What follows belongs to an exercise in optimizing a design on an open flow for small area and a short achievable clock period; a production flow would make more cautious choices.
Only simulation tests tie the RTL to the original design; equivalence was not proved.

old:
==> flow/design.v <==
module bsm_casement_syn (
    input  wire [288:0] word,
    output wire [15:0]  st,      
    output wire [15:0]  sm,      
    output wire         q,       
    output wire [3:0]   dz       
);
    wire [255:0] d = word[255:0];
    wire [15:0]  tb = word[271:256];
    wire [15:0]  mb = word[287:272];
    wire         sb = word[288];
    reg [15:0] t;
    reg [15:0] m;
    integer    r, c;
    always @* begin
        for (r = 0; r < 16; r = r + 1)
            t[r] = ^d[16*r +: 16];
        for (c = 0; c < 16; c = c + 1) begin
            m[c] = 1'b0;
            for (r = 0; r < 16; r = r + 1)
                m[c] = m[c] ^ d[16*r + c];
        end
    end
    assign st = t ^ tb;
    assign sm = m ^ mb;
    assign q  = (^tb) ^ sb;
    genvar g;
    generate
        for (g = 0; g < 4; g = g + 1) begin : zq
            assign dz[g] = ~|(d[64*g+32 +: 32] | d[64*g +: 32]);
        end
    endgenerate
endmodule
module bsm_casement_cls (
    input  wire [3:0]   dz,
    input  wire [15:0]  st,
    input  wire [15:0]  sm,
    input  wire         q,
    output wire         ss,      
    output wire [2:0]   cls,     
    output wire [15:0]  er,      
    output wire         ce,      
    output wire         ue,      
    output wire         poison   
);
    assign ss = (^st) ^ q;
    wire psn = (&dz) & (&st) & (&sm) & q;
    wire zt, ot, zm, om;
    bsm_onehot16 u_t (.x(st), .z(zt), .o(ot));
    bsm_onehot16 u_m (.x(sm), .z(zm), .o(om));
    wire no_error  = zt & zm & ~q;
    wire data_err  = ot & om & ~q;
    wire corr      = (zt | ot) & (q ? zm : om);
    wire unc       = ~(psn | no_error | corr);
    assign cls    = {psn, psn | unc | (corr & ~data_err), data_err | unc};
    assign er     = st & {16{data_err}};
    assign ce     = corr;
    assign ue     = unc;
    assign poison = psn | unc;
endmodule
module bsm_onehot16 (
    input  wire [15:0] x,
    output wire        z,
    output wire        o
);
    wire [3:0] z4, o4;
    genvar g;
    generate
        for (g = 0; g < 4; g = g + 1) begin : grp
            wire a = x[4*g], b = x[4*g+1], c = x[4*g+2], e = x[4*g+3];
            assign z4[g] = ~(a | b | c | e);
            assign o4[g] = ((a ^ b) & ~(c | e)) | ((c ^ e) & ~(a | b));
        end
    endgenerate
    assign z = &z4;
    assign o = (o4[0] & z4[1] & z4[2] & z4[3]) |
               (z4[0] & o4[1] & z4[2] & z4[3]) |
               (z4[0] & z4[1] & o4[2] & z4[3]) |
               (z4[0] & z4[1] & z4[2] & o4[3]);
endmodule
module bsm_casement_fix (
    input  wire [255:0] d,
    input  wire [15:0]  er,
    input  wire [15:0]  sm,
    output wire [255:0] data
);
    genvar k;
    generate
        for (k = 0; k < 256; k = k + 1) begin : flip
            assign data[k] = d[k] ^ (er[k >> 4] & sm[k & 15]);
        end
    endgenerate
endmodule
module bsm_burst_check (
    input  wire         clk,
    input  wire         rst,           
    input  wire         in_valid,
    input  wire [639:0] in_burst,      
    input  wire [47:0]  in_addr,       
    input  wire [13:0]  in_gen,        
    output reg          out_valid,
    output reg  [511:0] out_data,      
    output reg  [2:0]   out_cls0,      
    output reg  [2:0]   out_cls1,      
    output reg  [31:0]  out_synd0,     
    output reg  [31:0]  out_synd1,     
    output reg  [1:0]   out_ss,        
    output reg  [1:0]   out_poison,    
    output reg          out_addr_mis,  
    output reg          out_gen_mis,   
    output reg          out_wb,        
    output reg  [15:0]  ce_cnt,        
    output reg  [15:0]  ue_cnt         
);
    wire [15:0] st0, sm0, st1, sm1;
    wire        q0, q1;
    wire [3:0]  dz0, dz1;
    bsm_casement_syn u_syn0 (
        .word (in_burst[288:0]),
        .st (st0), .sm (sm0), .q (q0), .dz (dz0)
    );
    bsm_casement_syn u_syn1 (
        .word (in_burst[577:289]),
        .st (st1), .sm (sm1), .q (q1), .dz (dz1)
    );
    reg         a_valid;
    reg [255:0] a_d0, a_d1;
    reg [15:0]  a_st0, a_sm0, a_st1, a_sm1;
    reg         a_q0, a_q1;
    reg [3:0]   a_dz0, a_dz1;
    reg         a_addr_mis, a_gen_mis;
    always @(posedge clk) begin
        if (rst)
            a_valid <= 1'b0;
        else
            a_valid <= in_valid;
        a_d0       <= in_burst[255:0];
        a_d1       <= in_burst[544:289];
        a_st0      <= st0;
        a_sm0      <= sm0;
        a_q0       <= q0;
        a_dz0      <= dz0;
        a_st1      <= st1;
        a_sm1      <= sm1;
        a_q1       <= q1;
        a_dz1      <= dz1;
        a_addr_mis <= (in_burst[625:578] != in_addr);
        a_gen_mis  <= (in_burst[639:626] != in_gen);
    end
    wire [2:0]   cls0, cls1;
    wire [15:0]  er0, er1;
    wire         ss0, ss1, ce0, ue0, p0, ce1, ue1, p1;
    wire [255:0] data0, data1;
    bsm_casement_cls u_cls0 (
        .dz (a_dz0), .st (a_st0), .sm (a_sm0), .q (a_q0),
        .ss (ss0), .cls (cls0), .er (er0), .ce (ce0), .ue (ue0), .poison (p0)
    );
    bsm_casement_cls u_cls1 (
        .dz (a_dz1), .st (a_st1), .sm (a_sm1), .q (a_q1),
        .ss (ss1), .cls (cls1), .er (er1), .ce (ce1), .ue (ue1), .poison (p1)
    );
    bsm_casement_fix u_fix0 (.d (a_d0), .er (er0), .sm (a_sm0), .data (data0));
    bsm_casement_fix u_fix1 (.d (a_d1), .er (er1), .sm (a_sm1), .data (data1));
    wire lintel_ok = ~a_addr_mis & ~a_gen_mis;
    wire       cnt    = a_valid & lintel_ok;
    wire [1:0] ce_inc = {cnt & ce0 & ce1, cnt & (ce0 ^ ce1)};
    wire [1:0] ue_inc = {cnt & ue0 & ue1, cnt & (ue0 ^ ue1)};
    wire [15:0] ce_next, ue_next;
    bsm_sat_add u_ce_add (.c (ce_cnt), .inc (ce_inc), .sum (ce_next));
    bsm_sat_add u_ue_add (.c (ue_cnt), .inc (ue_inc), .sum (ue_next));
    always @(posedge clk) begin
        if (rst) begin
            out_valid <= 1'b0;
            ce_cnt    <= 16'd0;
            ue_cnt    <= 16'd0;
        end else begin
            out_valid <= a_valid;
            ce_cnt    <= ce_next;
            ue_cnt    <= ue_next;
        end
        out_data     <= {data1, data0};
        out_cls0     <= cls0;
        out_cls1     <= cls1;
        out_synd0    <= {a_sm0, a_st0};
        out_synd1    <= {a_sm1, a_st1};
        out_ss       <= {ss1, ss0};
        out_poison   <= {p1, p0};
        out_addr_mis <= a_addr_mis;
        out_gen_mis  <= a_gen_mis;
        out_wb       <= lintel_ok & (ce0 | ce1);
    end
endmodule
module bsm_sat_add (
    input  wire [15:0] c,
    input  wire [1:0]  inc,
    output wire [15:0] sum
);
    wire        cmax = &c[15:1];
    wire [14:0] u    = cmax ? 15'h7FFF : c[15:1] + 15'd1;
    wire        sel_u = inc[1] | (inc[0] & c[0]);
    assign sum[15:1] = sel_u ? u : c[15:1];
    assign sum[0]    = inc[1] ? (c[0] | cmax) :
                       inc[0] ? (~c[0] | cmax) : c[0];
endmodule
clock: 10.0 ns
lec_check: 0
cap_margin: 20
core_area: 45 45 335 335
cts_buf_list: sky130_fd_sc_hd__clkbuf_16
cts_cluster_diameter: 80
cts_cluster_size: 25
die_area: 0 0 380 380
slew_margin: 20
standard.sh (not shown) runs the stock make flow with config.mk's settings and CLKGATE_MAP_FILE= SYNTH_SCRIPT=/design/flow/synth_recipe.tcl, a recipe that flattens the netlist after the stock synthesis.
==> flow/flow/run.sh <==
#!/bin/bash
# The standard layout, with two changes to how it is made:
#  - port buffers are buf_1 cells (the smallest buffer) instead of the
#    resizer's default pick; repair may still size them up;
#  - from clock-tree synthesis on, timing repair aims at a setup slack of
#    SETUP_MARGIN ns at the design's clock period, so the layout is
#    optimised for a shorter achieved period. The clock period and the
#    constraints are unchanged.
# Each make run's full output goes to its own log here; ORFS's per-step
# logs are under orfs/logs.
set -euo pipefail
SETUP_MARGIN=6.6
export BUFFER_PORTS_ARGS="-buffer_cell sky130_fd_sc_hd__buf_1"
bash standard.sh "BUFFER_PORTS_ARGS=$BUFFER_PORTS_ARGS" synth floorplan place \
    > make_synth_place.log 2>&1
bash standard.sh "BUFFER_PORTS_ARGS=$BUFFER_PORTS_ARGS" \
    SETUP_SLACK_MARGIN=$SETUP_MARGIN finish > make_cts_finish.log 2>&1
Here is what was changed in the inputs of new compared with old.
diff --git a/flow/design.v b/flow/design.v
--- a/flow/design.v
+++ b/flow/design.v
@@ -166,7 +166,8 @@
     wire [1:0] ce_inc = {cnt & ce0 & ce1, cnt & (ce0 ^ ce1)};
     wire [1:0] ue_inc = {cnt & ue0 & ue1, cnt & (ue0 ^ ue1)};
-    wire [15:0] ce_next, ue_next;
-    bsm_sat_add u_ce_add (.c (ce_cnt), .inc (ce_inc), .sum (ce_next));
-    bsm_sat_add u_ue_add (.c (ue_cnt), .inc (ue_inc), .sum (ue_next));
+    wire [15:0] ce_p1 = (&ce_cnt)       ? 16'hFFFF : ce_cnt + 16'd1;
+    wire [15:0] ce_p2 = (&ce_cnt[15:1]) ? 16'hFFFF : ce_cnt + 16'd2;
+    wire [15:0] ue_p1 = (&ue_cnt)       ? 16'hFFFF : ue_cnt + 16'd1;
+    wire [15:0] ue_p2 = (&ue_cnt[15:1]) ? 16'hFFFF : ue_cnt + 16'd2;
     always @(posedge clk) begin
         if (rst) begin
@@ -176,6 +177,6 @@
         end else begin
             out_valid <= a_valid;
-            ce_cnt    <= ce_next;
-            ue_cnt    <= ue_next;
+            ce_cnt    <= ce_inc[1] ? ce_p2 : ce_inc[0] ? ce_p1 : ce_cnt;
+            ue_cnt    <= ue_inc[1] ? ue_p2 : ue_inc[0] ? ue_p1 : ue_cnt;
         end
         out_data     <= {data1, data0};
@@ -191,14 +192,2 @@
     end
 endmodule
-module bsm_sat_add (
-    input  wire [15:0] c,
-    input  wire [1:0]  inc,
-    output wire [15:0] sum
-);
-    wire        cmax = &c[15:1];
-    wire [14:0] u    = cmax ? 15'h7FFF : c[15:1] + 15'd1;
-    wire        sel_u = inc[1] | (inc[0] & c[0]);
-    assign sum[15:1] = sel_u ? u : c[15:1];
-    assign sum[0]    = inc[1] ? (c[0] | cmax) :
-                       inc[0] ? (~c[0] | cmax) : c[0];
-endmodule
## What came out
old went all the way through synthesis, placement and routing and the layout is clean on timing, DRC and antenna. new did not stop at any stage, and its layout met the timing, design-rule and antenna checks. Against old, synthesized cell count in new rose by a few percent. Row synthesized area: new higher / old lower. new has via-per-instance ratio above what old had. Summed area of non-filler cells in the final layout on new is up relative to old. From old to new the numbers moved as follows: final critical-path setup slack has decreased, maximum frequency has decreased.

-- re-timing with driven ports --
In the flow no input, the clock included, has a driving cell. The finished layouts below were timed again as built, in two steps. Step 1 (the two cells are an assumption about what drives the block):
set clk [get_ports {clk}]
set_driving_cell -lib_cell sky130_fd_sc_hd__clkbuf_16 $clk
set_driving_cell -lib_cell sky130_fd_sc_hd__buf_2 [delete_from_list [all_inputs] $clk]
Step 2 also shifts input and output timing later by t, the mid clock arrival at the registers, as if the neighbouring blocks saw the same clock. Three values: ideal ports, drivers, drivers and shift; two values: the first two.
run	t (ns)	setup WS [ns]	worst setup path after step 2	clock arrival spread, ns	pins driven straight from the clock port
old	0.730	6.603 / 6.526 / 6.031	input to register	0.030 / 0.031	1
new	0.747	6.578 / 6.496 / 6.027	input to register	0.043 / 0.042	1
After both steps every run listed still meets setup and hold. The setup slack of old, which loses most, moves by -0.077 ns with the drivers and by -0.572 ns with both steps.
